Source: an optimization exercise on an open RTL-to-GDS flow (aim: small area, a short achievable clock period and few clock cycles per item). Production flows keep margins and buffers that such runs may drop.
Where RTL was checked, it was by simulation tests only, not by an equivalence proof against the original.
No functional check of the RTL was part of runs 1 to 3.

==> flow/config.mk <==
export PLATFORM = sky130hd
export DESIGN_NAME = aes_core
export DESIGN_NICKNAME = aes_core
export VERILOG_FILES = /design/flow/design.v
export SDC_FILE = /design/flow/constraint.sdc
export NUM_CORES = 4
export LEC_CHECK = 0
export ABC_CLOCK_PERIOD_IN_PS = 4400
export CAP_MARGIN = 20
export CORE_MARGIN = 2
export CORE_UTILIZATION = 40
export SETUP_SLACK_MARGIN = 2.6
export SLEW_MARGIN = 20
export TNS_END_PERCENT = 5
==> flow/constraint.sdc <==
create_clock -name core_clock -period 7.0 [get_ports {clk}]
set_input_delay 1.4000 -clock core_clock [delete_from_list [all_inputs] [get_ports {clk}]]
set_output_delay 1.4000 -clock core_clock [all_outputs]
set_load 0.01 [all_outputs]
==> flow/design.v <==
module aes_sbox (
    input  wire [7:0] a,
    output wire [7:0] y
);
    wire T1, T2, T3, T4, T5, T6, T7, T8, T9, T10, T11, T12, T13, T14, T15, T16, T17, T18, T19, T20, T21, T22, T23, T24, T25, T26, T27, M1, M2, M3, M4, M5, M6, M7, M8, M9, M10, M11, M12, M13, M14, M15, M16, M17, M18, M19, M20, M21, M22, M23, M24, M25, M26, M27, M28, M29, M30, M31, M32, M33, M34, M35, M36, M37, M38, M39, M40, M41, M42, M43, M44, M45, M46, M47, M48, M49, M50, M51, M52, M53, M54, M55, M56, M57, M58, M59, M60, M61, M62, M63, L0, L1, L2, L3, L4, L5, L6, L7, L8, L9, L10, L11, L12, L13, L14, L15, L16, L17, L18, L19, L20, L21, L22, L23, L24, L25, L26, L27, L28, L29;
    wire U0, U1, U2, U3, U4, U5, U6, U7;
    assign U0 = a[7];
    assign U1 = a[6];
    assign U2 = a[5];
    assign U3 = a[4];
    assign U4 = a[3];
    assign U5 = a[2];
    assign U6 = a[1];
    assign U7 = a[0];
    assign T1 = U0 ^ U3;
    assign T2 = U0 ^ U5;
    assign T3 = U0 ^ U6;
    assign T4 = U3 ^ U5;
    assign T5 = U4 ^ U6;
    assign T6 = T1 ^ T5;
    assign T7 = U1 ^ U2;
    assign T8 = U7 ^ T6;
    assign T9 = U7 ^ T7;
    assign T10 = T6 ^ T7;
    assign T11 = U1 ^ U5;
    assign T12 = U2 ^ U5;
    assign T13 = T3 ^ T4;
    assign T14 = T6 ^ T11;
    assign T15 = T5 ^ T11;
    assign T16 = T5 ^ T12;
    assign T17 = T9 ^ T16;
    assign T18 = U3 ^ U7;
    assign T19 = T7 ^ T18;
    assign T20 = T1 ^ T19;
    assign T21 = U6 ^ U7;
    assign T22 = T7 ^ T21;
    assign T23 = T2 ^ T22;
    assign T24 = T2 ^ T10;
    assign T25 = T20 ^ T17;
    assign T26 = T3 ^ T16;
    assign T27 = T1 ^ T12;
    assign M1 = T13 & T6;
    assign M2 = T23 & T8;
    assign M3 = T14 ^ M1;
    assign M4 = T19 & U7;
    assign M5 = M4 ^ M1;
    assign M6 = T3 & T16;
    assign M7 = T22 & T9;
    assign M8 = T26 ^ M6;
    assign M9 = T20 & T17;
    assign M10 = M9 ^ M6;
    assign M11 = T1 & T15;
    assign M12 = T4 & T27;
    assign M13 = M12 ^ M11;
    assign M14 = T2 & T10;
    assign M15 = M14 ^ M11;
    assign M16 = M3 ^ M2;
    assign M17 = M5 ^ T24;
    assign M18 = M8 ^ M7;
    assign M19 = M10 ^ M15;
    assign M20 = M16 ^ M13;
    assign M21 = M17 ^ M15;
    assign M22 = M18 ^ M13;
    assign M23 = M19 ^ T25;
    assign M24 = M22 ^ M23;
    assign M25 = M22 & M20;
    assign M26 = M21 ^ M25;
    assign M27 = M20 ^ M21;
    assign M28 = M23 ^ M25;
    assign M29 = M28 & M27;
    assign M30 = M26 & M24;
    assign M31 = M20 & M23;
    assign M32 = M27 & M31;
    assign M33 = M27 ^ M25;
    assign M34 = M21 & M22;
    assign M35 = M24 & M34;
    assign M36 = M24 ^ M25;
    assign M37 = M21 ^ M29;
    assign M38 = M32 ^ M33;
    assign M39 = M23 ^ M30;
    assign M40 = M35 ^ M36;
    assign M41 = M38 ^ M40;
    assign M42 = M37 ^ M39;
    assign M43 = M37 ^ M38;
    assign M44 = M39 ^ M40;
    assign M45 = M42 ^ M41;
    assign M46 = M44 & T6;
    assign M47 = M40 & T8;
    assign M48 = M39 & U7;
    assign M49 = M43 & T16;
    assign M50 = M38 & T9;
    assign M51 = M37 & T17;
    assign M52 = M42 & T15;
    assign M53 = M45 & T27;
    assign M54 = M41 & T10;
    assign M55 = M44 & T13;
    assign M56 = M40 & T23;
    assign M57 = M39 & T19;
    assign M58 = M43 & T3;
    assign M59 = M38 & T22;
    assign M60 = M37 & T20;
    assign M61 = M42 & T1;
    assign M62 = M45 & T4;
    assign M63 = M41 & T2;
    assign L0 = M61 ^ M62;
    assign L1 = M50 ^ M56;
    assign L2 = M46 ^ M48;
    assign L3 = M47 ^ M55;
    assign L4 = M54 ^ M58;
    assign L5 = M49 ^ M61;
    assign L6 = M62 ^ L5;
    assign L7 = M46 ^ L3;
    assign L8 = M51 ^ M59;
    assign L9 = M52 ^ M53;
    assign L10 = M53 ^ L4;
    assign L11 = M60 ^ L2;
    assign L12 = M48 ^ M51;
    assign L13 = M50 ^ L0;
    assign L14 = M52 ^ M61;
    assign L15 = M55 ^ L1;
    assign L16 = M56 ^ L0;
    assign L17 = M57 ^ L1;
    assign L18 = M58 ^ L8;
    assign L19 = M63 ^ L4;
    assign L20 = L0 ^ L1;
    assign L21 = L1 ^ L7;
    assign L22 = L3 ^ L12;
    assign L23 = L18 ^ L2;
    assign L24 = L15 ^ L9;
    assign L25 = L6 ^ L10;
    assign L26 = L7 ^ L9;
    assign L27 = L8 ^ L10;
    assign L28 = L11 ^ L14;
    assign L29 = L11 ^ L17;
    assign y[7] = L6 ^ L24;
    assign y[6] = ~(L16 ^ L26);
    assign y[5] = ~(L19 ^ L28);
    assign y[4] = L6 ^ L21;
    assign y[3] = L20 ^ L22;
    assign y[2] = L25 ^ L29;
    assign y[1] = ~(L13 ^ L27);
    assign y[0] = ~(L6 ^ L23);
endmodule
module aes_sbox_a (
    input  wire [7:0] a,
    output wire [7:0] m
);
    wire T1, T2, T3, T4, T5, T6, T7, T8, T9, T10, T11, T12, T13, T14, T15, T16, T17, T18, T19, T20, T21, T22, T23, T24, T25, T26, T27, M1, M2, M3, M4, M5, M6, M7, M8, M9, M10, M11, M12, M13, M14, M15, M16, M17, M18, M19, M20, M21, M22, M23, M24, M25, M26, M27, M28, M29, M30, M31, M32, M33, M34, M35, M36, M37, M38, M39, M40, M41, M42, M43, M44;
    wire U0, U1, U2, U3, U4, U5, U6, U7;
    assign U0 = a[7];
    assign U1 = a[6];
    assign U2 = a[5];
    assign U3 = a[4];
    assign U4 = a[3];
    assign U5 = a[2];
    assign U6 = a[1];
    assign U7 = a[0];
    assign T1 = U0 ^ U3;
    assign T2 = U0 ^ U5;
    assign T3 = U0 ^ U6;
    assign T4 = U3 ^ U5;
    assign T5 = U4 ^ U6;
    assign T6 = T1 ^ T5;
    assign T7 = U1 ^ U2;
    assign T8 = U7 ^ T6;
    assign T9 = U7 ^ T7;
    assign T10 = T6 ^ T7;
    assign T11 = U1 ^ U5;
    assign T12 = U2 ^ U5;
    assign T13 = T3 ^ T4;
    assign T14 = T6 ^ T11;
    assign T15 = T5 ^ T11;
    assign T16 = T5 ^ T12;
    assign T17 = T9 ^ T16;
    assign T18 = U3 ^ U7;
    assign T19 = T7 ^ T18;
    assign T20 = T1 ^ T19;
    assign T21 = U6 ^ U7;
    assign T22 = T7 ^ T21;
    assign T23 = T2 ^ T22;
    assign T24 = T2 ^ T10;
    assign T25 = T20 ^ T17;
    assign T26 = T3 ^ T16;
    assign T27 = T1 ^ T12;
    assign M1 = T13 & T6;
    assign M2 = T23 & T8;
    assign M3 = T14 ^ M1;
    assign M4 = T19 & U7;
    assign M5 = M4 ^ M1;
    assign M6 = T3 & T16;
    assign M7 = T22 & T9;
    assign M8 = T26 ^ M6;
    assign M9 = T20 & T17;
    assign M10 = M9 ^ M6;
    assign M11 = T1 & T15;
    assign M12 = T4 & T27;
    assign M13 = M12 ^ M11;
    assign M14 = T2 & T10;
    assign M15 = M14 ^ M11;
    assign M16 = M3 ^ M2;
    assign M17 = M5 ^ T24;
    assign M18 = M8 ^ M7;
    assign M19 = M10 ^ M15;
    assign M20 = M16 ^ M13;
    assign M21 = M17 ^ M15;
    assign M22 = M18 ^ M13;
    assign M23 = M19 ^ T25;
    assign M24 = M22 ^ M23;
    assign M25 = M22 & M20;
    assign M26 = M21 ^ M25;
    assign M27 = M20 ^ M21;
    assign M28 = M23 ^ M25;
    assign M29 = M28 & M27;
    assign M30 = M26 & M24;
    assign M31 = M20 & M23;
    assign M32 = M27 & M31;
    assign M33 = M27 ^ M25;
    assign M34 = M21 & M22;
    assign M35 = M24 & M34;
    assign M36 = M24 ^ M25;
    assign M37 = M21 ^ M29;
    assign M38 = M32 ^ M33;
    assign M39 = M23 ^ M30;
    assign M40 = M35 ^ M36;
    assign M41 = M38 ^ M40;
    assign M42 = M37 ^ M39;
    assign M43 = M37 ^ M38;
    assign M44 = M39 ^ M40;
    assign m = {M37, M38, M39, M40, M41, M42, M43, M44};
endmodule
module aes_sbox_b (
    input  wire [7:0] a,
    input  wire [7:0] m,
    output wire [7:0] y
);
    wire M37, M38, M39, M40, M41, M42, M43, M44;
    assign M37 = m[7];
    assign M38 = m[6];
    assign M39 = m[5];
    assign M40 = m[4];
    assign M41 = m[3];
    assign M42 = m[2];
    assign M43 = m[1];
    assign M44 = m[0];
    wire T1, T2, T3, T4, T5, T6, T7, T8, T9, T10, T11, T12, T13, T15, T16, T17, T18, T19, T20, T21, T22, T23, T27, M45, M46, M47, M48, M49, M50, M51, M52, M53, M54, M55, M56, M57, M58, M59, M60, M61, M62, M63, L0, L1, L2, L3, L4, L5, L6, L7, L8, L9, L10, L11, L12, L13, L14, L15, L16, L17, L18, L19, L20, L21, L22, L23, L24, L25, L26, L27, L28, L29;
    wire U0, U1, U2, U3, U4, U5, U6, U7;
    assign U0 = a[7];
    assign U1 = a[6];
    assign U2 = a[5];
    assign U3 = a[4];
    assign U4 = a[3];
    assign U5 = a[2];
    assign U6 = a[1];
    assign U7 = a[0];
    assign T1 = U0 ^ U3;
    assign T2 = U0 ^ U5;
    assign T3 = U0 ^ U6;
    assign T4 = U3 ^ U5;
    assign T5 = U4 ^ U6;
    assign T6 = T1 ^ T5;
    assign T7 = U1 ^ U2;
    assign T8 = U7 ^ T6;
    assign T9 = U7 ^ T7;
    assign T10 = T6 ^ T7;
    assign T11 = U1 ^ U5;
    assign T12 = U2 ^ U5;
    assign T13 = T3 ^ T4;
    assign T15 = T5 ^ T11;
    assign T16 = T5 ^ T12;
    assign T17 = T9 ^ T16;
    assign T18 = U3 ^ U7;
    assign T19 = T7 ^ T18;
    assign T20 = T1 ^ T19;
    assign T21 = U6 ^ U7;
    assign T22 = T7 ^ T21;
    assign T23 = T2 ^ T22;
    assign T27 = T1 ^ T12;
    assign M45 = M42 ^ M41;
    assign M46 = M44 & T6;
    assign M47 = M40 & T8;
    assign M48 = M39 & U7;
    assign M49 = M43 & T16;
    assign M50 = M38 & T9;
    assign M51 = M37 & T17;
    assign M52 = M42 & T15;
    assign M53 = M45 & T27;
    assign M54 = M41 & T10;
    assign M55 = M44 & T13;
    assign M56 = M40 & T23;
    assign M57 = M39 & T19;
    assign M58 = M43 & T3;
    assign M59 = M38 & T22;
    assign M60 = M37 & T20;
    assign M61 = M42 & T1;
    assign M62 = M45 & T4;
    assign M63 = M41 & T2;
    assign L0 = M61 ^ M62;
    assign L1 = M50 ^ M56;
    assign L2 = M46 ^ M48;
    assign L3 = M47 ^ M55;
    assign L4 = M54 ^ M58;
    assign L5 = M49 ^ M61;
    assign L6 = M62 ^ L5;
    assign L7 = M46 ^ L3;
    assign L8 = M51 ^ M59;
    assign L9 = M52 ^ M53;
    assign L10 = M53 ^ L4;
    assign L11 = M60 ^ L2;
    assign L12 = M48 ^ M51;
    assign L13 = M50 ^ L0;
    assign L14 = M52 ^ M61;
    assign L15 = M55 ^ L1;
    assign L16 = M56 ^ L0;
    assign L17 = M57 ^ L1;
    assign L18 = M58 ^ L8;
    assign L19 = M63 ^ L4;
    assign L20 = L0 ^ L1;
    assign L21 = L1 ^ L7;
    assign L22 = L3 ^ L12;
    assign L23 = L18 ^ L2;
    assign L24 = L15 ^ L9;
    assign L25 = L6 ^ L10;
    assign L26 = L7 ^ L9;
    assign L27 = L8 ^ L10;
    assign L28 = L11 ^ L14;
    assign L29 = L11 ^ L17;
    assign y[7] = L6 ^ L24;
    assign y[6] = ~(L16 ^ L26);
    assign y[5] = ~(L19 ^ L28);
    assign y[4] = L6 ^ L21;
    assign y[3] = L20 ^ L22;
    assign y[2] = L25 ^ L29;
    assign y[1] = ~(L13 ^ L27);
    assign y[0] = ~(L6 ^ L23);
endmodule
module aes_core (
    input  wire         clk,
    input  wire         rst,       
    input  wire         start,     
    input  wire         key_256,   
    input  wire [255:0] key,
    input  wire [127:0] din,       
    output wire         ready,     
    output reg          done,      
    output reg  [127:0] dout
);
    reg [127:0] st0;                     
    reg [127:0] ka0, kb0;
    reg         v0, is256_0;
    reg [3:0]   rnd0;
    reg [7:0]   rcon0;
    reg [127:0] x1;                      
    reg [127:0] m1;                      
    reg [31:0]  kw1;                     
    reg [31:0]  km1;                     
    reg [127:0] ka1, kb1;
    reg         v1, is256_1;
    reg [3:0]   rnd1;
    reg [7:0]   rcon1;
    reg         rdy;                     
    assign ready = rdy;
    genvar gi;
    wire [127:0] xa = st0 ^ ka0;
    wire [127:0] ma;
    generate
        for (gi = 0; gi < 16; gi = gi + 1) begin : g_sa
            aes_sbox_a u_sa (.a(xa[127-8*gi -: 8]), .m(ma[127-8*gi -: 8]));
        end
    endgenerate
    wire        rot0 = ~is256_0 | rnd0[0];
    wire [31:0] kwa  = rot0 ? {kb0[23:0], kb0[31:24]} : kb0[31:0];
    wire [31:0] kma;
    generate
        for (gi = 0; gi < 4; gi = gi + 1) begin : g_ksa
            aes_sbox_a u_ksa (.a(kwa[31-8*gi -: 8]), .m(kma[31-8*gi -: 8]));
        end
    endgenerate
    wire [127:0] sb;
    generate
        for (gi = 0; gi < 16; gi = gi + 1) begin : g_sb
            aes_sbox_b u_sb (.a(x1[127-8*gi -: 8]), .m(m1[127-8*gi -: 8]), .y(sb[127-8*gi -: 8]));
        end
    endgenerate
    wire [127:0] sr;
    generate
        for (gi = 0; gi < 16; gi = gi + 1) begin : g_shift
            localparam integer R = gi % 4;
            localparam integer C = gi / 4;
            localparam integer SRC = 4 * ((C + R) % 4) + R;
            assign sr[127-8*gi -: 8] = sb[127-8*SRC -: 8];
        end
    endgenerate
    function [7:0] xtime;
        input [7:0] b;
        xtime = {b[6:0], 1'b0} ^ (b[7] ? 8'h1b : 8'h00);
    endfunction
    function [31:0] mix_column;
        input [31:0] c;
        reg [7:0] a0, a1, a2, a3;
        begin
            a0 = c[31:24]; a1 = c[23:16]; a2 = c[15:8]; a3 = c[7:0];
            mix_column[31:24] = xtime(a0 ^ a1) ^ a1 ^ a2 ^ a3;
            mix_column[23:16] = xtime(a1 ^ a2) ^ a0 ^ a2 ^ a3;
            mix_column[15:8]  = xtime(a2 ^ a3) ^ a0 ^ a1 ^ a3;
            mix_column[7:0]   = xtime(a3 ^ a0) ^ a0 ^ a1 ^ a2;
        end
    endfunction
    wire [127:0] mc = {mix_column(sr[127:96]), mix_column(sr[95:64]),
                       mix_column(sr[63:32]),  mix_column(sr[31:0])};
    wire [31:0] sw;
    generate
        for (gi = 0; gi < 4; gi = gi + 1) begin : g_ksb
            aes_sbox_b u_ksb (.a(kw1[31-8*gi -: 8]), .m(km1[31-8*gi -: 8]), .y(sw[31-8*gi -: 8]));
        end
    endgenerate
    wire        rot1 = ~is256_1 | rnd1[0];
    wire [7:0]  rc   = rot1 ? rcon1 : 8'h00;
    wire [31:0] p0   = ka1[127:96] ^ {rc, 24'h0};
    wire [31:0] p1   = p0 ^ ka1[95:64];
    wire [31:0] p2   = p0 ^ (ka1[95:64] ^ ka1[63:32]);
    wire [31:0] p3   = p0 ^ (ka1[95:64] ^ ka1[63:32] ^ ka1[31:0]);
    wire [127:0] next_key = {p0, p1, p2, p3} ^ {4{sw}};   
    wire [127:0] rk_base = is256_1 ? kb1 : {p0, p1, p2, p3};
    wire [127:0] rk      = rk_base ^ ({4{sw}} & {128{~is256_1}});
    wire fin0 = (rnd0 == (is256_0 ? 4'd14 : 4'd10));
    wire fin1 = (rnd1 == (is256_1 ? 4'd14 : 4'd10));
    always @(posedge clk) begin
        x1      <= xa;
        m1      <= ma;
        kw1     <= kwa;
        km1     <= kma;
        ka1     <= ka0;
        kb1     <= kb0;
        is256_1 <= is256_0;
        rnd1    <= rnd0;
        rcon1   <= rcon0;
        dout <= sr ^ rk;
        if (rdy) begin
            st0     <= din;
            ka0     <= key[255:128];
            kb0     <= {key_256 ? key[127:32] : key[255:160],
                        key_256 ? key[31:0]   : key[159:128]};
            is256_0 <= key_256;
            rnd0    <= 4'd1;
            rcon0   <= 8'h01;
        end else begin
            st0     <= mc;
            ka0     <= rk;
            kb0     <= next_key;
            is256_0 <= is256_1;
            rnd0    <= rnd1 + 4'd1;
            rcon0   <= rot1 ? xtime(rcon1) : rcon1;
        end
    end
    wire       nv0    = rdy ? start : (v1 & ~fin1);
    wire       n256_0 = rdy ? key_256 : is256_1;
    wire       nlate0 = rdy ? 1'b1 : (rnd1 < 4'd4);   
    wire       slot   = ~v0 | fin0;
    wire       order  = ~nv0 | ~n256_0 | ~nlate0;
    always @(posedge clk) begin
        if (rst) begin
            v0   <= 1'b0;
            v1   <= 1'b0;
            done <= 1'b0;
            rdy  <= 1'b1;
        end else begin
            v1   <= v0;
            v0   <= nv0;
            done <= v1 & fin1;
            rdy  <= slot & order;
        end
    end
endmodule
==> flow/run.sh <==
#!/bin/bash
# synth_recipe.tcl (not shown) runs the flow's synth.tcl, then flattens the netlist and writes it again
# the make line also repeats each setting of config.mk as NAME=value (left out here)
make -C /OpenROAD-flow-scripts/flow DESIGN_CONFIG=/design/flow/config.mk WORK_HOME=/design/flow/orfs CLKGATE_MAP_FILE= SYNTH_SCRIPT=/design/flow/synth_recipe.tcl finish
==> flow_summary.yaml, run 1 <==
worst_setup_path:
  crit_chain: "xnor3_1 -> xor2_1 -> nor3_2 -> xnor3_1 -> xnor3_1 -> xnor2_1 -> o21ai_0 -> mux2_2"
  cp_slowest_stage_delay_ns: 0.93
  end_kind: "flip-flop"
  startpoint: "kw1[31]"
  path_max_fanout: 8
  rrSetupSlack_ns: 2.45
  crit_path_frequent_cell: "xnor3_1"
  crit_end: "ka0[57]"
  crit_buf_inv: 0
  start_kind: "flip-flop"
  r2r-start: "kw1[31]"
  r2r_end: "ka0[57]"
  crit_required_ns: 7.63
  setup.worst_path.class: "flip-flop to flip-flop"
  reg2regPathDepth: 8
  cp.arrival_ns: 5.18
  worst-path-stages: 8
  critPathTopFamily: "XOR/XNOR gates"
  crit_path_top_delay_cell: "xnor2_1"
grt:
  grt_pass1_vias: 49000
  grt_overflow: 0
  grt_pass1_wl_mm: 324
  grt_start_max_net_pins: 145
  grt.total_usage: 0.252
  antenna_found_initial: 5
cts:
  cts_made_buffers: 121
  cts_sinks: 1118
  clk_latency_ns: 0.77
  clkTransAtPathRegs_ns: 0.06
  cts.path.max_buffers: 3
  clockRootBuffer: "clkbuf_16"
  cts_tree: "done"
  h-tree-depth: 3
drt:
  drtIter0Drc: 3590
  drc: 0
  drt_first_pass_iters: 5
  ant_nets: 0
  wl_mm: 226
  vias_per_cell: 5.10
  wl_per_cell_um: 23.0
  num_vias: 50000
timing:
  hold_viol_final: 0
  slew_viol_final: 0
  max_freq_mhz: 220
  worst_slack_ns: 2.45
  tns_ns: 0
  tightest_slew_ns: 1.16
  relSlewSlack: 0.223
  finClkSkew_ns: 0.0375
  rsz0062_at_grt: "yes"
  min_period_ns: 4.55
  final.period_utilization: 0.650
  hold_ws_ns: 0.293
  setup_viol: 0
logic_synthesis:
  ys_ff_latch: 1118
  synth_warnings: 1
  synth_cell_types: 96
  synth-async-reset-ratio: 0
  yosysSeqAreaShare: 0.330
  syn_area_per_cell_sq_um: 9.61
  synth_cells: 7065
  ys.flop_type: "dfxtp_1"
  synth_edf_count: 0
  mappedNetlistArea_sq_mm: 0.0679
  syn_nets: 7495
place:
  place_congestion: 0.957
  place_ws_ns: 2.40
  dp_hpwl_mm: 184
  io_buffers: 517
finish:
  fin_util: 0.471
  area_growth_pct: 17.2
  nets: 7902
  drive_above_1_share: 0.0775
status:
  outcome: "no timing/DRC/antenna violations"
floorplan:
  die_area_sq_mm: 0.173
  io_pins: 518
  initial_utilization: 0.402
  row_count: 151
  core_sq_mm: 0.169
  die_h_um: 416
  die_x_um: 416
run:
  maxCapViolations: 0
min_path:
  hold_path.class: "flip-flop to flip-flop"
per-stage QoR:
stage               cells  instance area [sq um]
floorplan            7065                  67900
global placement     9567                  75100
detailed placement   9567                  75100
CTS                  9794                  79500
global route         9794                  79500
finish               9799                  79500
synthesized netlist by cell type, types with 181 or more instances:
cell type | instances | share of area
clkbuf_1 | 190 | 0.011
nor2_1 | 405 | 0.022
inv_1 | 181 | 0.010
dfxtp_1 | 1118 | 0.33
mux2i_1 | 248 | 0.037
nand2_1 | 675 | 0.037
o21ai_0 | 420 | 0.031
a21oi_1 | 252 | 0.019
xor2_1 | 633 | 0.082
xnor3_1 | 199 | 0.066
mux2_2 | 197 | 0.033
xnor2_1 | 1546 | 0.20
final cells by class:
cell class	count	area [sq um]
inverter	192	723
tap	2218	2780
timing repair buffer	577	5670
sequential	1118	22400
multi-input combinational	5462	43600
antenna	5	12.5
clock inverter	71	982
fill	15900	89400
clock buffer	156	3370
worst min-delay path by stage:
stage / startpoint / end / slack, ns / cells after the start
after floorplan: kb0[100] / kb1[100] / 0.31 / 0
after global placement: kb0[86] / kb1[86] / 0.31 / 0
after detailed placement: kb0[42] / kb1[42] / 0.31 / 0
after CTS: kb0[62] / kb1[62] / 0.31 / 0
after global routing: kb0[62] / kb1[62] / 0.32 / 0
final: kb0[62] / kb1[62] / 0.29 / 0
routing by layer:
metal  track usage  share of wire
met4         0.156          0.069
met5             0       0.000044
met1         0.316           0.42
met2         0.417           0.46
met3        0.0267          0.044
state kept, by name, summed over array words and instances, names as in the netlist, 4 cells and up:
register and count:
km1 32, kw1 32, kb1 128, x1 128
ka1 128, dout 128, m1 128, rcon0 8
ka0 128, rcon1 8, kb0 128, rnd0 4
rnd1 4, st0 128
repair_timing:
item	4_1_cts	5_1_grt
hold buffers	0	0
resized for setup	1	4
buffers inserted	0	0
endpoints found under the setup margin	14	87
cell usage in the layout (no fill, tap or decap), types with 18 or more instances in the layout:
master	count
mux2_2	197
nor2b_1	63
xor2_1	632
a221oi_1	18
o22ai_1	66
nand3b_1	19
clkbuf_16	124
o21ai_0	419
a21oi_1	252
inv_1	180
buf_4	57
xor3_1	44
nor3_1	35
dfxtp_1	1116
a32oi_1	18
clkdlybuf4s50_1	516
clkinv_2	25
nor2_1	405
nand2_1	675
nor3b_1	23
a211oi_1	56
xnor3_1	199
nand2b_1	56
mux2i_1	247
ha_1	42
xnor2_1	1539
and2_1	50
xnor2_2	35
nand3_1	28
a22oi_1	76
bufinv_16	20
cells by family (layout without fill, tap and decap cells):
kind of cell	Yosys count	after routing	synth area share
AOI/OAI and AO/OA	1090	1090	0.0977
DFF	1118	1118	0.330
other	0	5	0
buffers and inverters	485	996	0.0286
adders and majority gates	45	45	0.00819
muxes	450	450	0.0704
xor gates and xnor gates	2468	2468	0.375
and+or+nand+nor	1409	1409	0.0905
==> run 2, diff against run 1 <==
--- a/flow/config.mk
+++ b/flow/config.mk
@@ -7,3 +7,3 @@
 export LEC_CHECK = 0
-export ABC_CLOCK_PERIOD_IN_PS = 4400
+export ABC_CLOCK_PERIOD_IN_PS = 3400
 export CAP_MARGIN = 20
@@ -11,4 +11,4 @@
 export CORE_UTILIZATION = 40
-export SETUP_SLACK_MARGIN = 2.6
+export SETUP_SLACK_MARGIN = 3.6
 export SLEW_MARGIN = 20
-export TNS_END_PERCENT = 5
+export TNS_END_PERCENT = 0
==> run 2 against run 1 <==
Against the previous run:
- still clean on timing, DRC and antenna
- die area did not move
- synthesized cell count unchanged
- via count increased by 2.5%
==> flow_summary.yaml, run 2 <==
status:
  outcome: "no timing/DRC/antenna violations"
min_path:
  hold_path.class: "flip-flop to flip-flop"
drt:
  wl_per_cell_um: 23.3
  drt_first_pass_iters: 6
  ant_nets: 0
  vias_per_cell: 5.12
  drc: 0
  num_vias: 51200
  drtIter0Drc: 3900
  wl_mm: 233
finish:
  n_fill_cell: 15100
  most-common-layout-cells: "xnor2_1 (1,216), dfxtp_1 (1,045), nand2_1 (674)"
  multi_input_area_sq_mm: 0.0489
  area_growth_pct: 27.9
  nets: 8112
  final_area_sq_mm: 0.0868
  drive_above_1_share: 0.188
  final_common_cell: "xnor2_1"
  seqCellArea_sq_mm: 0.0225
  fin_util: 0.514
cts:
  cts_made_buffers: 121
  clkTransAtPathRegs_ns: 0.07
  clk_latency_ns: 0.77
  cts_tree: "done"
  holdBufCountCts: 0
  h-tree-depth: 3
  cts_sinks: 1118
  clockRootBuffer: "clkbuf_16"
  cts.path.max_buffers: 3
logic_synthesis:
  synth_cell_types: 96
  mappedNetlistArea_sq_mm: 0.0679
  ys_ff_latch: 1118
  syn_nets: 7495
  yosysTopAreaCell: "dfxtp_1"
  synth_cells: 7065
  synth_warnings: 1
  syn_area_per_cell_sq_um: 9.61
  yosysSeqAreaShare: 0.330
  ys.flop_type: "dfxtp_1"
  synth-async-reset-ratio: 0
  synth_area_leaders: "dfxtp_1 (33%), xnor2_1 (20%), xor2_1 (8.2%)"
  yosysMostFrequentCell: "xnor2_1"
  synth_common_cells: "xnor2_1 (1,546), dfxtp_1 (1,118), nand2_1 (675)"
  yosysTopAreaCellShare: 0.330
  synth_edf_count: 0
floorplan:
  die_h_um: 416
  io_pins: 518
  die_area_sq_mm: 0.173
  die_x_um: 416
  initial_utilization: 0.402
  core_sq_mm: 0.169
  row_count: 151
timing:
  hold_viol_final: 0
  finClkSkew_ns: 0.0499
  relSlewSlack: 0.145
  hold_ws_ns: 0.325
  setup_viol: 0
  tightest_slew_ns: 1.27
  max_freq_mhz: 286
  final.period_utilization: 0.499
  worst_slack_ns: 3.51
  rsz0062_at_grt: "yes"
  min_period_ns: 3.49
  tns_ns: 0
  slew_viol_final: 0
worst_setup_path:
  crit_buf_inv: 0
  crit_path_top_delay_cell: "xnor2_1"
  setup.worst_path.class: "flip-flop to flip-flop"
  crit_path_frequent_cell: "xnor2_1"
  critPathTopFamily: "XOR/XNOR gates"
  start_kind: "flip-flop"
  path_max_fanout: 5
  crit_required_ns: 7.64
  crit_chain: "xor2_2 -> xnor2_1 -> a21o_1 -> nand2_1 -> xnor2_1 -> xnor2_1 -> xnor2_2 -> xnor3_1 -> xor2_1 -> o21ai_0"
  end_kind: "flip-flop"
  cp.arrival_ns: 4.13
  cp_slowest_stage_delay_ns: 0.55
place:
  place_congestion: 0.956
  place_area_sq_mm: 0.0751
  place_ws_ns: 2.40
  dp_hpwl_mm: 183
  io_buffers: 517
grt:
  antenna_found_initial: 5
  grt_pass1_vias: 49700
  grt_overflow: 0
  globalRouteMet2Util: 0.428
  met1_usage: 0.323
  grt_pass1_wl_mm: 329
  top_usage_layer: "met2"
  grt_start_max_net_pins: 175
  grt.total_usage: 0.257
  use_met3: 0.0280
run:
  maxCapViolations: 0
## run 2: cell counts after synthesis
Identical to the previous run, type by type.
## run 2: layout make-up
cell class | count | area share
multi-input combinational | 5466 | 0.563
sequential | 1118 | 0.259
timing repair buffer | 783 | 0.0859
clock buffer | 159 | 0.0402
tap | 2218 | 0.0320
clock inverter | 63 | 0.0107
inverter | 192 | 0.00851
antenna | 2 | 0.0000577
## run 2: per-layer routing
layer,vias up,wire [um]
met3,407,11200
li1,24600,-
met4,0,14800
met2,1474,111000
met5,-,0
met1,24800,96300
## run 2: worst paths after layout
kind                              start       to  slack (ns)  cells after the start
worst max-delay path             x1[49]  st0[81]        3.51                     10
worst min-delay path            kb0[57]  kb1[57]        0.32                      0
worst max register to register   x1[49]  st0[81]        3.51                     10
worst min register to register  kb0[57]  kb1[57]        0.32                      0
## run 2: repair_timing
item / in CTS / in global routing
cloned: 1 / 4
gates resized for setup: 430 / 409
buffers inserted: 63 / 150
pin swaps: 47 / 94
endpoints found under the hold margin: 0 / 0
setup endpoints to repair: 547 / 475
## run 2: cell families (layout without fill, tap and decap cells)
logic type,after synthesis,in the layout,synth area share
buffers and inverters,485,1197,0.0286
DFF,1118,1118,0.330
AOI/OAI and AO/OA,1090,1090,0.0977
adders and majority gates,45,45,0.00819
xor gates and xnor gates,2468,2471,0.375
muxes,450,450,0.0704
other,0,2,0
and+or+nand+nor,1409,1410,0.0905
## run 2: worst reg2reg max path: cells and delay by family (launching register included)
| family | cells | cell delay [ns] |
|---|---|---|
| xor gates and xnor gates | 7 | 2.34 |
| DFF | 1 | 0.50 |
| AOI/OAI and AO/OA | 2 | 0.47 |
| and+or+nand+nor | 1 | 0.07 |
## run 2: through the flow
| step | std cells |
|---|---|
| 2_1_floorplan | 7065 |
| 3_3_place_gp | 9559 |
| 3_5_place_dp | 9559 |
| 4_1_cts | 9845 |
| 5_1_grt | 10000 |
| 6_report | 10000 |
==> run 3, diff against run 2 <==
--- a/flow/config.mk
+++ b/flow/config.mk
@@ -7,3 +7,3 @@
 export LEC_CHECK = 0
-export ABC_CLOCK_PERIOD_IN_PS = 3400
+export ABC_CLOCK_PERIOD_IN_PS = 2700
 export CAP_MARGIN = 20
@@ -11,3 +11,3 @@
 export CORE_UTILIZATION = 40
-export SETUP_SLACK_MARGIN = 3.6
+export SETUP_SLACK_MARGIN = 4.3
 export SLEW_MARGIN = 20
==> run 3 against run 2 <==
Against the previous run:
- critical path depth did not move
- still clean on timing, DRC and antenna
- sequential share of layout area down 0.66 points
- die area is the same
- largest cell class unchanged
- cell area grew 2.9%
- synthesized cell count is the same
==> flow_summary.yaml, run 3 <==
place:
  dp_hpwl_mm: 189
  place_congestion: 0.949
  io_buffers: 517
  place_inst: 9552
  place_area_sq_mm: 0.0755
cts:
  holdBufCountCts: 0
  cts_made_buffers: 131
  cts_sinks: 1118
  cts.path.max_buffers: 3
  clk_latency_ns: 0.80
  h-tree-depth: 4
  cts_tree: "done"
  clockRootBuffer: "clkbuf_16"
  clkTransAtPathRegs_ns: 0.07
logic_synthesis:
  synth_area_leaders: "dfxtp_1 (33%), xnor2_1 (20%), xor2_1 (8.2%)"
  yosysMostFrequentCell: "xnor2_1"
  synth_common_cells: "xnor2_1 (1,546), dfxtp_1 (1,118), nand2_1 (675)"
  synth_warnings: 1
  syn_nets: 7495
  mappedNetlistArea_sq_mm: 0.0679
  synth_edf_count: 0
  yosysSeqAreaShare: 0.330
  yosysTopAreaCell: "dfxtp_1"
  yosysTopAreaCellShare: 0.330
  synth-async-reset-ratio: 0
  synth_cells: 7065
  ys_ff_latch: 1118
  ys.flop_type: "dfxtp_1"
  synth_cell_types: 96
  syn_area_per_cell_sq_um: 9.61
drt:
  wl_per_cell_um: 23.9
  drtIter0Drc: 3586
  drt_first_pass_iters: 7
  num_vias: 51900
  vias_per_cell: 5.15
  route.met2.wl_mm: 114
  dr_wl_met3_mm: 10.7
  drt-met1-wl_mm: 98.6
  drc: 0
  highest_layer: "met5"
  wl_mm: 241
  ant_nets: 0
timing:
  tightest_slew_ns: 1.15
  relSlewSlack: 0.233
  max_freq_mhz: 291
  final.period_utilization: 0.491
  min_period_ns: 3.44
  finClkSkew_ns: 0.0408
  setup_viol: 0
  tns_ns: 0
  rsz0062_at_grt: "yes"
  hold_viol_final: 0
  slew_viol_final: 0
finish:
  seqCellArea_sq_mm: 0.0225
  multi_input_area_sq_mm: 0.0504
  final_common_cell: "xnor2_1"
  most-common-layout-cells: "xnor2_1 (1,176), dfxtp_1 (1,027), nand2_1 (674)"
  drive_above_1_share: 0.214
  nets: 8192
  fin_util: 0.528
  area_growth_pct: 31.5
  fin_cells: 10100
  n_fill_cell: 14900
  final_area_sq_mm: 0.0893
grt:
  grt_start_max_net_pins: 192
  antenna_found_initial: 6
  grt_pass1_vias: 51200
  grt.total_usage: 0.271
  grt_overflow: 0
  grt_pass1_wl_mm: 344
worst_setup_path:
  end_kind: "flip-flop"
  rrSetupSlack_ns: 3.56
  path_max_fanout: 3
  reg2regPathDepth: 10
  r2r-start: "kw1[27]"
  setup.worst_path.class: "flip-flop to flip-flop"
  start_kind: "flip-flop"
  crit_required_ns: 7.65
  cp.arrival_ns: 4.08
  r2r_end: "dout[30]"
floorplan:
  die_area_sq_mm: 0.173
  die_h_um: 416
  core_sq_mm: 0.169
  io_pins: 518
  row_count: 151
  die_x_um: 416
  initial_utilization: 0.402
min_path:
  hold_path.class: "flip-flop to flip-flop"
  holdPathEnd: "kb1[108]"
  hold_start: "kb0[108]"
  hold_depth: 0
run:
  maxCapViolations: 0
status:
  outcome: "no timing/DRC/antenna violations"
-- run 3: changes by cell type in the layout (fill, tap and decap cells not counted), sizes merged --
cell,change
bufinv,-3
xnor2,-2
clkinvlp,-1
nor2b,+1
clkbuf,+24
xnor3,-1
buf,+71
bufbuf,+1
diode,-1
inv,-8
clkinv,+2
-- run 3: repair_timing --
item,in CTS,in global routing
setup buffers,181,111
hold endpoints to repair,0,0
pin swaps,138,92
cloned,3,0
resized for setup,751,254
setup endpoints to repair,799,791
-- run 3: final cells by class --
cell class / count / share of cell area
multi-input cells: 5464 / 0.564
diodes: 1 / 0.0000280
inverters: 192 / 0.00823
flip-flops and latches: 1118 / 0.253
repair buffers: 855 / 0.0917
well taps: 2218 / 0.0311
clock inverters: 53 / 0.00890
clock buffers: 183 / 0.0431
-- run 3: worst max path at each step --
| stage | start | to | slack (ns) | depth (start not counted) |
|---|---|---|---|---|
| after floorplan | rnd0[0] | km1[26] | 3.84 | 15 |
| after global placement | kw1[31] | dout[27] | 2.44 | 10 |
| after detailed placement | kw1[31] | dout[27] | 2.47 | 10 |
| after CTS | kw1[24] | dout[30] | 3.61 | 10 |
| after global routing | kw1[15] | dout[8] | 3.46 | 11 |
| final | kw1[27] | dout[30] | 3.56 | 10 |
-- run 3: cell families after synthesis --
| logic type | count (synthesis) | synth area share |
|---|---|---|
| multiplexers | 450 | 0.0704 |
| AND/OR/NAND/NOR | 1409 | 0.0905 |
| buffers and inverters | 485 | 0.0286 |
| AO/OA/AOI/OAI | 1090 | 0.0977 |
| XOR/XNOR | 2468 | 0.375 |
| flip-flops | 1118 | 0.330 |
| adder cells (fa/ha/maj) | 45 | 0.00819 |
-- run 3: worst max-delay path: stages, from the launching register on --
cell	delay, ns
dfxtp_4	0.37
xnor3_2	0.49
xnor2_4	0.20
nand2_1	0.09
xnor3_1	0.44
xor3_2	0.53
xor2_4	0.39
xor2_4	0.27
xor2_2	0.19
mux2i_2	0.12
xor2_1	0.19
-- run 3: layer usage --
metal  track usage  vias up
met3        0.0316      432
met2         0.450     1454
met1         0.334    25300
met5             0        -
li1              -    24700
met4         0.170        2
-- run 3: per-stage QoR --
step	hold slack [ns]	worst slack [ns]
global placement	0.310	2.44
global route	0.327	3.46
finish	0.319	3.56
detailed placement	0.312	2.47
floorplan	0.310	3.84
CTS	0.317	3.61
==> run 4, diff against run 3 <==
--- a/flow/design.v
+++ b/flow/design.v
@@ -143,7 +143,7 @@
 endmodule
-module aes_sbox_a (
+module aes_sbox_p1 (
     input  wire [7:0] a,
-    output wire [7:0] m
+    output wire [3:0] m
 );
-    wire T1, T2, T3, T4, T5, T6, T7, T8, T9, T10, T11, T12, T13, T14, T15, T16, T17, T18, T19, T20, T21, T22, T23, T24, T25, T26, T27, M1, M2, M3, M4, M5, M6, M7, M8, M9, M10, M11, M12, M13, M14, M15, M16, M17, M18, M19, M20, M21, M22, M23, M24, M25, M26, M27, M28, M29, M30, M31, M32, M33, M34, M35, M36, M37, M38, M39, M40, M41, M42, M43, M44;
+    wire T1, T2, T3, T4, T5, T6, T7, T8, T9, T10, T11, T12, T13, T14, T15, T16, T17, T18, T19, T20, T21, T22, T23, T24, T25, T26, T27, M1, M2, M3, M4, M5, M6, M7, M8, M9, M10, M11, M12, M13, M14, M15, M16, M17, M18, M19, M20, M21, M22, M23;
     wire U0, U1, U2, U3, U4, U5, U6, U7;
@@ -207,40 +207,15 @@
     assign M23 = M19 ^ T25;
-    assign M24 = M22 ^ M23;
-    assign M25 = M22 & M20;
-    assign M26 = M21 ^ M25;
-    assign M27 = M20 ^ M21;
-    assign M28 = M23 ^ M25;
-    assign M29 = M28 & M27;
-    assign M30 = M26 & M24;
-    assign M31 = M20 & M23;
-    assign M32 = M27 & M31;
-    assign M33 = M27 ^ M25;
-    assign M34 = M21 & M22;
-    assign M35 = M24 & M34;
-    assign M36 = M24 ^ M25;
-    assign M37 = M21 ^ M29;
-    assign M38 = M32 ^ M33;
-    assign M39 = M23 ^ M30;
-    assign M40 = M35 ^ M36;
-    assign M41 = M38 ^ M40;
-    assign M42 = M37 ^ M39;
-    assign M43 = M37 ^ M38;
-    assign M44 = M39 ^ M40;
-    assign m = {M37, M38, M39, M40, M41, M42, M43, M44};
+    assign m = {M20, M21, M22, M23};
 endmodule
-module aes_sbox_b (
+module aes_sbox_p2 (
     input  wire [7:0] a,
-    input  wire [7:0] m,
-    output wire [7:0] y
+    input  wire [3:0] m,
+    output wire [19:0] p
 );
-    wire M37, M38, M39, M40, M41, M42, M43, M44;
-    assign M37 = m[7];
-    assign M38 = m[6];
-    assign M39 = m[5];
-    assign M40 = m[4];
-    assign M41 = m[3];
-    assign M42 = m[2];
-    assign M43 = m[1];
-    assign M44 = m[0];
-    wire T1, T2, T3, T4, T5, T6, T7, T8, T9, T10, T11, T12, T13, T15, T16, T17, T18, T19, T20, T21, T22, T23, T27, M45, M46, M47, M48, M49, M50, M51, M52, M53, M54, M55, M56, M57, M58, M59, M60, M61, M62, M63, L0, L1, L2, L3, L4, L5, L6, L7, L8, L9, L10, L11, L12, L13, L14, L15, L16, L17, L18, L19, L20, L21, L22, L23, L24, L25, L26, L27, L28, L29;
+    wire M20, M21, M22, M23;
+    wire T1, T2, T3, T4, T5, T6, T7, T8, T9, T10, T11, T12, T13, T15, T16, T17, T18, T19, T20, T21, T22, T23, T27, M24, M25, M26, M27, M28, M29, M30, M31, M32, M33, M34, M35, M36, M37, M38, M39, M40, M41, M42, M43, M44, M45, M46, M47, M48, M49, M50, M51, M52, M53, M54, M55, M56, M57, M58, M59, M60, M61, M62, M63, L0, L1, L2, L3, L4, L5, L8, L9, L12, L14;
+    assign M20 = m[3];
+    assign M21 = m[2];
+    assign M22 = m[1];
+    assign M23 = m[0];
     wire U0, U1, U2, U3, U4, U5, U6, U7;
@@ -277,2 +252,23 @@
     assign T27 = T1 ^ T12;
+    assign M24 = M22 ^ M23;
+    assign M25 = M22 & M20;
+    assign M26 = M21 ^ M25;
+    assign M27 = M20 ^ M21;
+    assign M28 = M23 ^ M25;
+    assign M29 = M28 & M27;
+    assign M30 = M26 & M24;
+    assign M31 = M20 & M23;
+    assign M32 = M27 & M31;
+    assign M33 = M27 ^ M25;
+    assign M34 = M21 & M22;
+    assign M35 = M24 & M34;
+    assign M36 = M24 ^ M25;
+    assign M37 = M21 ^ M29;
+    assign M38 = M32 ^ M33;
+    assign M39 = M23 ^ M30;
+    assign M40 = M35 ^ M36;
+    assign M41 = M38 ^ M40;
+    assign M42 = M37 ^ M39;
+    assign M43 = M37 ^ M38;
+    assign M44 = M39 ^ M40;
     assign M45 = M42 ^ M41;
@@ -302,11 +298,39 @@
     assign L5 = M49 ^ M61;
-    assign L6 = M62 ^ L5;
-    assign L7 = M46 ^ L3;
     assign L8 = M51 ^ M59;
     assign L9 = M52 ^ M53;
+    assign L12 = M48 ^ M51;
+    assign L14 = M52 ^ M61;
+    assign p = {L0, L1, L12, L14, L2, L3, L4, L5, L8, L9, M46, M50, M53, M55, M56, M57, M58, M60, M62, M63};
+endmodule
+module aes_sbox_p3 (
+    input  wire [19:0] p,
+    output wire [7:0] y
+);
+    wire L0, L1, L12, L14, L2, L3, L4, L5, L8, L9, M46, M50, M53, M55, M56, M57, M58, M60, M62, M63;
+    wire L6, L7, L10, L11, L13, L15, L16, L17, L18, L19, L20, L21, L22, L23, L24, L25, L26, L27, L28, L29;
+    assign L0 = p[19];
+    assign L1 = p[18];
+    assign L12 = p[17];
+    assign L14 = p[16];
+    assign L2 = p[15];
+    assign L3 = p[14];
+    assign L4 = p[13];
+    assign L5 = p[12];
+    assign L8 = p[11];
+    assign L9 = p[10];
+    assign M46 = p[9];
+    assign M50 = p[8];
+    assign M53 = p[7];
+    assign M55 = p[6];
+    assign M56 = p[5];
+    assign M57 = p[4];
+    assign M58 = p[3];
+    assign M60 = p[2];
+    assign M62 = p[1];
+    assign M63 = p[0];
+    assign L6 = M62 ^ L5;
+    assign L7 = M46 ^ L3;
     assign L10 = M53 ^ L4;
     assign L11 = M60 ^ L2;
-    assign L12 = M48 ^ M51;
     assign L13 = M50 ^ L0;
-    assign L14 = M52 ^ M61;
     assign L15 = M55 ^ L1;
@@ -352,5 +376,5 @@
     reg [127:0] x1;                      
-    reg [127:0] m1;                      
+    reg [63:0]  m1;                      
     reg [31:0]  kw1;                     
-    reg [31:0]  km1;                     
+    reg [15:0]  km1;                     
     reg [127:0] ka1, kb1;
@@ -359,2 +383,8 @@
     reg [7:0]   rcon1;
+    reg [319:0] q2;                      
+    reg [79:0]  kq2;                     
+    reg [127:0] ka2, kb2;
+    reg         v2, is256_2;
+    reg [3:0]   rnd2;
+    reg [7:0]   rcon2;
     reg         rdy;                     
@@ -363,6 +393,6 @@
     wire [127:0] xa = st0 ^ ka0;
-    wire [127:0] ma;
+    wire [63:0]  ma;
     generate
-        for (gi = 0; gi < 16; gi = gi + 1) begin : g_sa
-            aes_sbox_a u_sa (.a(xa[127-8*gi -: 8]), .m(ma[127-8*gi -: 8]));
+        for (gi = 0; gi < 16; gi = gi + 1) begin : g_s1
+            aes_sbox_p1 u_s1 (.a(xa[127-8*gi -: 8]), .m(ma[63-4*gi -: 4]));
         end
@@ -371,6 +401,18 @@
     wire [31:0] kwa  = rot0 ? {kb0[23:0], kb0[31:24]} : kb0[31:0];
-    wire [31:0] kma;
+    wire [15:0] kma;
+    generate
+        for (gi = 0; gi < 4; gi = gi + 1) begin : g_ks1
+            aes_sbox_p1 u_ks1 (.a(kwa[31-8*gi -: 8]), .m(kma[15-4*gi -: 4]));
+        end
+    endgenerate
+    wire [319:0] qa;
+    generate
+        for (gi = 0; gi < 16; gi = gi + 1) begin : g_s2
+            aes_sbox_p2 u_s2 (.a(x1[127-8*gi -: 8]), .m(m1[63-4*gi -: 4]), .p(qa[319-20*gi -: 20]));
+        end
+    endgenerate
+    wire [79:0] kqa;
     generate
-        for (gi = 0; gi < 4; gi = gi + 1) begin : g_ksa
-            aes_sbox_a u_ksa (.a(kwa[31-8*gi -: 8]), .m(kma[31-8*gi -: 8]));
+        for (gi = 0; gi < 4; gi = gi + 1) begin : g_ks2
+            aes_sbox_p2 u_ks2 (.a(kw1[31-8*gi -: 8]), .m(km1[15-4*gi -: 4]), .p(kqa[79-20*gi -: 20]));
         end
@@ -379,4 +421,4 @@
     generate
-        for (gi = 0; gi < 16; gi = gi + 1) begin : g_sb
-            aes_sbox_b u_sb (.a(x1[127-8*gi -: 8]), .m(m1[127-8*gi -: 8]), .y(sb[127-8*gi -: 8]));
+        for (gi = 0; gi < 16; gi = gi + 1) begin : g_s3
+            aes_sbox_p3 u_s3 (.p(q2[319-20*gi -: 20]), .y(sb[127-8*gi -: 8]));
         end
@@ -411,17 +453,17 @@
     generate
-        for (gi = 0; gi < 4; gi = gi + 1) begin : g_ksb
-            aes_sbox_b u_ksb (.a(kw1[31-8*gi -: 8]), .m(km1[31-8*gi -: 8]), .y(sw[31-8*gi -: 8]));
+        for (gi = 0; gi < 4; gi = gi + 1) begin : g_ks3
+            aes_sbox_p3 u_ks3 (.p(kq2[79-20*gi -: 20]), .y(sw[31-8*gi -: 8]));
         end
     endgenerate
-    wire        rot1 = ~is256_1 | rnd1[0];
-    wire [7:0]  rc   = rot1 ? rcon1 : 8'h00;
-    wire [31:0] p0   = ka1[127:96] ^ {rc, 24'h0};
-    wire [31:0] p1   = p0 ^ ka1[95:64];
-    wire [31:0] p2   = p0 ^ (ka1[95:64] ^ ka1[63:32]);
-    wire [31:0] p3   = p0 ^ (ka1[95:64] ^ ka1[63:32] ^ ka1[31:0]);
+    wire        rot2 = ~is256_2 | rnd2[0];
+    wire [7:0]  rc   = rot2 ? rcon2 : 8'h00;
+    wire [31:0] p0   = ka2[127:96] ^ {rc, 24'h0};
+    wire [31:0] p1   = p0 ^ ka2[95:64];
+    wire [31:0] p2   = p0 ^ (ka2[95:64] ^ ka2[63:32]);
+    wire [31:0] p3   = p0 ^ (ka2[95:64] ^ ka2[63:32] ^ ka2[31:0]);
     wire [127:0] next_key = {p0, p1, p2, p3} ^ {4{sw}};   
-    wire [127:0] rk_base = is256_1 ? kb1 : {p0, p1, p2, p3};
-    wire [127:0] rk      = rk_base ^ ({4{sw}} & {128{~is256_1}});
+    wire [127:0] rk = is256_2 ? kb2 : next_key;
     wire fin0 = (rnd0 == (is256_0 ? 4'd14 : 4'd10));
     wire fin1 = (rnd1 == (is256_1 ? 4'd14 : 4'd10));
+    wire fin2 = (rnd2 == (is256_2 ? 4'd14 : 4'd10));
     always @(posedge clk) begin
@@ -436,2 +478,9 @@
         rcon1   <= rcon0;
+        q2      <= qa;
+        kq2     <= kqa;
+        ka2     <= ka1;
+        kb2     <= kb1;
+        is256_2 <= is256_1;
+        rnd2    <= rnd1;
+        rcon2   <= rcon1;
         dout <= sr ^ rk;
@@ -440,4 +489,3 @@
             ka0     <= key[255:128];
-            kb0     <= {key_256 ? key[127:32] : key[255:160],
-                        key_256 ? key[31:0]   : key[159:128]};
+            kb0     <= {key[127:32], key_256 ? key[31:0] : key[159:128]};
             is256_0 <= key_256;
@@ -449,12 +497,11 @@
             kb0     <= next_key;
-            is256_0 <= is256_1;
-            rnd0    <= rnd1 + 4'd1;
-            rcon0   <= rot1 ? xtime(rcon1) : rcon1;
+            is256_0 <= is256_2;
+            rnd0    <= rnd2 + 4'd1;
+            rcon0   <= rot2 ? xtime(rcon2) : rcon2;
         end
     end
-    wire       nv0    = rdy ? start : (v1 & ~fin1);
-    wire       n256_0 = rdy ? key_256 : is256_1;
-    wire       nlate0 = rdy ? 1'b1 : (rnd1 < 4'd4);   
-    wire       slot   = ~v0 | fin0;
-    wire       order  = ~nv0 | ~n256_0 | ~nlate0;
+    wire late_p0 = rdy ? (start & key_256)                  
+                       : (v2 & ~fin2 & is256_2 & (rnd2 < 4'd4));
+    wire late_p1 = v0 & is256_0 & (rnd0 < 4'd5);            
+    wire slot    = ~v1 | fin1;                              
     always @(posedge clk) begin
@@ -463,2 +510,3 @@
             v1   <= 1'b0;
+            v2   <= 1'b0;
             done <= 1'b0;
@@ -466,6 +514,7 @@
         end else begin
+            v0   <= rdy ? start : (v2 & ~fin2);
             v1   <= v0;
-            v0   <= nv0;
-            done <= v1 & fin1;
-            rdy  <= slot & order;
+            v2   <= v1;
+            done <= v2 & fin2;
+            rdy  <= slot & ~late_p0 & ~late_p1;
         end
--- a/flow/config.mk
+++ b/flow/config.mk
@@ -7,7 +7,9 @@
 export LEC_CHECK = 0
-export ABC_CLOCK_PERIOD_IN_PS = 2700
+export ABC_CLOCK_PERIOD_IN_PS = 2400
 export CAP_MARGIN = 20
 export CORE_MARGIN = 2
-export CORE_UTILIZATION = 40
-export SETUP_SLACK_MARGIN = 4.3
+export CORE_UTILIZATION = 55
+export CTS_CLUSTER_DIAMETER = 120
+export CTS_CLUSTER_SIZE = 30
+export SETUP_SLACK_MARGIN = 4.6
 export SLEW_MARGIN = 20
==> run 4 against run 3 <==
Against the previous run:
- routed wire length increased by 1.1%
- global-route usage increased by 5.0 points
- die area decreased by 15%
- first-iteration DRC count increased by 25%
- register-to-register slack improved by 0.77 ns
- flip-flop and latch count increased by 590
- non-clock buffer count decreased by 222
- count of clock-buffer cells in the layout decreased by 113
- highest routed layer unchanged
==> flow_summary.yaml, run 4 <==
drt:
  drtIter0Drc: 4476
  num_vias: 55500
  drc: 0
  ant_nets: 0
  wl_mm: 244
  wl_per_cell_um: 23.8
  vias_per_cell: 5.43
  drt_first_pass_iters: 6
worst_setup_path:
  cp_slowest_stage_delay_ns: 0.43
  crit_buf_inv: 1
  critPathTopFamily: "flip-flops"
  end_kind: "primary output"
  r2r_end: "kb0[98]"
  rrSetupSlack_ns: 4.34
  startpoint: "dout[89]"
  crit_chain: "buf_6"
  cp.arrival_ns: 1.26
  crit_path_top_delay_cell: "dfxtp_4"
  r2r-start: "rdy"
  setup.worst_path.class: "flip-flop to primary output"
  path_max_fanout: 1
  start_kind: "flip-flop"
  reg2regPathDepth: 5
  crit_required_ns: 5.60
grt:
  met1_usage: 0.441
  use_met3: 0.0358
  grt_overflow: 0
  grt.total_usage: 0.321
  top_usage_layer: "met2"
  antenna_found_initial: 16
  globalRouteMet2Util: 0.509
  grt_start_max_net_pins: 149
  grt_pass1_vias: 53000
  grt_pass1_wl_mm: 348
logic_synthesis:
  syn_nets: 8376
  yosysTopAreaCell: "dfxtp_1"
  yosysTopAreaCellShare: 0.432
  ys_ff_latch: 1708
  synth_edf_count: 0
  synth_area_leaders: "dfxtp_1 (43%), xnor2_1 (19%), xor2_1 (7.0%)"
  synth_compound_area_frac: 0.0917
  yosysSeqAreaShare: 0.432
  synth_fa_ha_area_frac: 0.00728
  synth_common_cells: "xnor2_1 (1,755), dfxtp_1 (1,708), nand2_1 (654)"
  synth_warnings: 1
  synth_mux_area_frac: 0.0482
  synth_xor_xnor_area_share: 0.315
  synth-async-reset-ratio: 0
  synthSimpleGateAreaFrac: 0.0829
  syn_area_per_cell_sq_um: 9.97
  synth_cell_types: 72
  synth_cells: 7946
  yosysMostFrequentCell: "xnor2_1"
  synth_top_family_by_area: "XOR/XNOR gates"
  ys.flop_type: "dfxtp_1"
  mappedNetlistArea_sq_mm: 0.0792
finish:
  final_common_cell: "dfxtp_1"
  most-common-layout-cells: "dfxtp_1 (1,603), xnor2_1 (1,577), nand2_1 (654)"
  area_growth_pct: 15.0
  multi_input_area_sq_mm: 0.0461
  largest_reg_flops: 320
  nets: 8736
  final_area_sq_mm: 0.0911
  n_fill_cell: 11900
  largest_register: "q2"
  seqCellArea_sq_mm: 0.0344
  drive_above_1_share: 0.127
cts:
  cts_sinks: 1708
  cts.path.max_buffers: 3
  cts_tree: "done"
  cts_made_buffers: 67
  h-tree-depth: 3
  holdBufCountCts: 0
  clockRootBuffer: "clkbuf_16"
  clk_latency_ns: 0.72
  clkTransAtPathRegs_ns: 0.11
timing:
  worst_slack_ns: 4.34
  max_freq_mhz: 375
  tightest_slew_ns: 1.10
  tns_ns: 0
  final.period_utilization: 0.381
  setup_viol: 0
  finClkSkew_ns: 0.0348
  slew_viol_final: 0
  rsz0062_at_grt: "yes"
  min_period_ns: 2.66
  relSlewSlack: 0.265
  hold_viol_final: 0
floorplan:
  die_h_um: 383
  core_sq_mm: 0.143
  die_x_um: 383
  initial_utilization: 0.553
  row_count: 139
  die_area_sq_mm: 0.147
  io_pins: 518
place:
  dp_hpwl_mm: 193
  io_buffers: 517
  place_congestion: 0.972
  place_ws_ns: 3.43
  place_area_sq_mm: 0.0861
min_path:
  hold_path.class: "flip-flop to flip-flop"
  holdPathEnd: "kb2[44]"
  hold_start: "kb1[44]"
  hold_depth: 0
run:
  maxCapViolations: 0
status:
  outcome: "no timing/DRC/antenna violations"
run 4: cell types whose count changed in the layout (fill, tap and decap cells not counted), moves of 83 or more:
cell	before	now
dfxtp_1	1027	1603
buf_2	0	112
buf_4	297	94
nor2_1	399	542
xnor3_1	127	44
clkdlybuf4s50_1	516	386
xor2_1	455	574
xnor2_2	289	200
xnor2_1	1176	1577
run 4: area by class of cell:
cell class,count,share of cell area
Multi-Input combinational cell,5743,0.506
Inverter,153,0.00631
Clock buffer,70,0.0190
Tap cell,1903,0.0261
Antenna cell,6,0.000165
Sequential cell,1708,0.378
Clock inverter,9,0.00110
Timing Repair Buffer,633,0.0634
run 4: stage by stage:
stage                     hold WS [ns]  cells   util
after CTS                        0.319  10200  0.623
after global routing             0.323  10200  0.635
after global placement           0.310  10100  0.600
after floorplan                  0.310   7946      -
final                            0.320  10200  0.635
after detailed placement         0.312  10100  0.601
run 4: logic make-up after synthesis:
group                      Yosys count
AOI/OAI and AO/OA                 1206
xor gates and xnor gates          2592
DFF                               1708
muxes                              355
and+or+nand+nor                   1543
adders and majority gates           47
buffers and inverters              495
run 4: worst max-delay path by stage:
stage | endpoint | slack (ns) | depth (start not counted)
after detailed placement | dout[94] | 3.43 | 7
after floorplan | km1[0] | 4.53 | 11
after global routing | km1[13] | 4.28 | 9
final | dout[89] | 4.34 | 1
after CTS | dout[93] | 4.29 | 1
after global placement | ka0[94] | 3.44 | 7
run 4: layer usage:
metal / wire (um) / vias to the layer above
met3: 14200 / 385
li1: - / 26700
met1: 107000 / 26500
met5: 59 / -
met2: 110000 / 1934
met4: 12100 / 8
run 4: repair_timing:
item / CTS / global route
gates resized for setup: 766 / 251
pin swaps: 4 / 28
gates cloned: 2 / 1
setup endpoints to repair: 665 / 648
buffers inserted: 14 / 43
endpoints found under the hold margin: 0 / 0
Testbench counts of run 4, summed over its fixed seeds: cycles 97,597, blocks 8,000.
==> run 5, diff against run 4 <==
--- a/flow/config.mk
+++ b/flow/config.mk
@@ -10,5 +10,3 @@
 export CORE_MARGIN = 2
-export CORE_UTILIZATION = 55
-export CTS_CLUSTER_DIAMETER = 120
-export CTS_CLUSTER_SIZE = 30
+export CORE_UTILIZATION = 40
 export SETUP_SLACK_MARGIN = 4.6
==> run 5 against run 4 <==
Against the previous run:
- synthesized area unchanged
- via count increased by 1.6%
- worst setup slack got worse by 0.20 ns
- routed wire length increased by 6.7%
- count of clock-buffer cells in the layout increased by 166
- hold slack got worse by 0.023 ns
- clock skew increased by 0.017 ns
- critical path depth increased by 5
==> flow_summary.yaml, run 5 <==
logic_synthesis:
  yosysMostFrequentCell: "xnor2_1"
  synth_common_cells: "xnor2_1 (1,755), dfxtp_1 (1,708), nand2_1 (654)"
  yosysTopAreaCellShare: 0.432
  synth_top_family_by_area: "XOR/XNOR gates"
  synth_warnings: 1
  mappedNetlistArea_sq_mm: 0.0792
  ys.flop_type: "dfxtp_1"
  synthSimpleGateAreaFrac: 0.0829
  synth_compound_area_frac: 0.0917
  synth_fa_ha_area_frac: 0.00728
  syn_nets: 8376
  synth_xor_xnor_area_share: 0.315
  yosysTopAreaCell: "dfxtp_1"
  ys_ff_latch: 1708
  synth_cells: 7946
  synth_edf_count: 0
  synth_mux_area_frac: 0.0482
  synth-async-reset-ratio: 0
  synth_cell_types: 72
  yosysSeqAreaShare: 0.432
  synth_area_leaders: "dfxtp_1 (43%), xnor2_1 (19%), xor2_1 (7.0%)"
  syn_area_per_cell_sq_um: 9.97
drt:
  drtIter0Drc: 4328
  wl_mm: 260
  drt_first_pass_iters: 6
  wl_per_cell_um: 23.2
  ant_nets: 0
  num_vias: 56400
  vias_per_cell: 5.05
  drc: 0
cts:
  cts.path.max_buffers: 3
  cts_made_buffers: 180
  clockRootBuffer: "clkbuf_16"
  clkTransAtPathRegs_ns: 0.06
  h-tree-depth: 4
  cts_sinks: 1708
  cts_tree: "done"
  clk_latency_ns: 0.84
worst_setup_path:
  setup.worst_path.class: "flip-flop to flip-flop"
  crit_buf_inv: 0
  crit_path_frequent_cell: "xnor2_2"
  crit_path_top_delay_cell: "o21ai_0"
  end_kind: "flip-flop"
  cp.arrival_ns: 3.62
  critPathTopFamily: "XOR/XNOR gates"
  start_kind: "flip-flop"
  crit_required_ns: 7.76
  crit_chain: "xnor3_1 -> xnor2_2 -> xnor2_1 -> xnor2_2 -> o21ai_0 -> mux2_2"
  cp_slowest_stage_delay_ns: 0.68
  path_max_fanout: 4
timing:
  slew_viol_final: 0
  tns_ns: 0
  setup_viol: 0
  tightest_slew_ns: 1.17
  final.period_utilization: 0.409
  rsz0062_at_grt: "yes"
  relSlewSlack: 0.215
  hold_viol_final: 0
  min_period_ns: 2.86
  finClkSkew_ns: 0.0521
  max_freq_mhz: 349
min_path:
  hold_path.class: "flip-flop to flip-flop"
place:
  place_congestion: 0.956
  dp_hpwl_mm: 207
  io_buffers: 517
run:
  maxCapViolations: 0
finish:
  largest_reg_flops: 320
  area_growth_pct: 20.0
  drive_above_1_share: 0.132
  fin_util: 0.482
  n_fill_cell: 18200
  final_common_cell: "dfxtp_1"
  largest_register: "q2"
  nets: 8812
  multi_input_area_sq_mm: 0.0449
  most-common-layout-cells: "dfxtp_1 (1,644), xnor2_1 (1,633), nand2_1 (654)"
  seqCellArea_sq_mm: 0.0343
floorplan:
  die_h_um: 449
  core_sq_mm: 0.197
  die_area_sq_mm: 0.202
  die_x_um: 449
  initial_utilization: 0.402
  io_pins: 518
  row_count: 163
grt:
  grt_overflow: 0
  grt_pass1_vias: 55200
  grt.total_usage: 0.249
  grt_pass1_wl_mm: 371
  grt_start_max_net_pins: 169
  antenna_found_initial: 24
status:
  outcome: "no timing/DRC/antenna violations"
[run 5: final cells by class]
cell class,count,area share
clock buffers,236,0.0531
well taps,2640,0.0348
diodes,6,0.000158
inverters,153,0.00604
multi-input cells,5743,0.473
flip-flops and latches,1708,0.361
clock inverters,100,0.0158
repair buffers,596,0.0559
[run 5: worst paths after layout]
kind / from / end / slack [ns] / depth (start not counted)
worst min-delay path: kb0[89] / kb1[89] / 0.30 / 0
worst max-delay path: kq2[58] / ka0[51] / 4.14 / 6
worst max register to register: kq2[58] / ka0[51] / 4.14 / 6
worst min register to register: kb0[89] / kb1[89] / 0.30 / 0
[run 5: timing repair]
item / 4_1_cts / 5_1_grt
hold buffers: 0 / 0
cloned: 0 / 3
setup buffers: 5 / 18
setup endpoints to repair: 672 / 706
resized for setup: 609 / 211
pin swaps: 2 / 7
[run 5: cells by family after synthesis]
logic type | after synthesis
mux | 355
xor+xnor | 2592
fa+ha+maj | 47
compound gates | 1206
buf+inv | 495
simple gates | 1543
flops | 1708
[run 5: routing by layer]
layer  global-route usage  wire length [um]
met5                    0                33
met2                0.412            123000
met3               0.0288             11600
met4                0.143             16200
met1                0.313            109000
[run 5: per-stage QoR]
| stage | area (sq um) | setup slack, ns | std cells | hold slack, ns |
|---|---|---|---|---|
| after floorplan | 79300 | 4.53 | 7946 | 0.310 |
| after global placement | 86900 | 3.86 | 10800 | 0.310 |
| after detailed placement | 86900 | 3.77 | 10800 | 0.312 |
| after CTS | 93900 | 4.16 | 11200 | 0.296 |
| after global routing | 95000 | 4.20 | 11200 | 0.309 |
| final | 95000 | 4.14 | 11200 | 0.297 |

[port drivers added, routing unchanged]
How much do the figures lean on ideal ports? The routed layouts below were timed once more, with nothing changed but the port constraints. Step 1 sets driving cells, clkbuf_16 on the clock port and buf_2 on the other inputs (assumed; they add their load-dependent delay and slew). Step 2 times the ports against the registers' clock, not the clock port: input delays grow and output delays shrink by t, the midpoint of the rising clock arrivals with the driver on. Slacks: no drivers / after step 1 / after step 2; pairs: no drivers / after step 1.
run | t (ns) | setup slack, ns | worst register clock-pin slew, ns
run 1 | 0.845 | 2.450 / 2.450 / 2.450 | 0.07 / 0.07
run 2 | 0.839 | 3.508 / 3.508 / 3.277 | 0.07 / 0.07
run 3 | 0.865 | 3.563 / 3.563 / 3.206 | 0.07 / 0.07
run 4 | 0.786 | 4.336 / 4.255 / 4.304 | 0.12 / 0.12
run 5 | 0.907 | 4.137 / 4.127 / 4.137 | 0.07 / 0.07
After both steps every run listed still meets setup and hold. The setup slack of run 3, which loses most, moves by 0.000 ns with the drivers and by -0.357 ns with both steps.
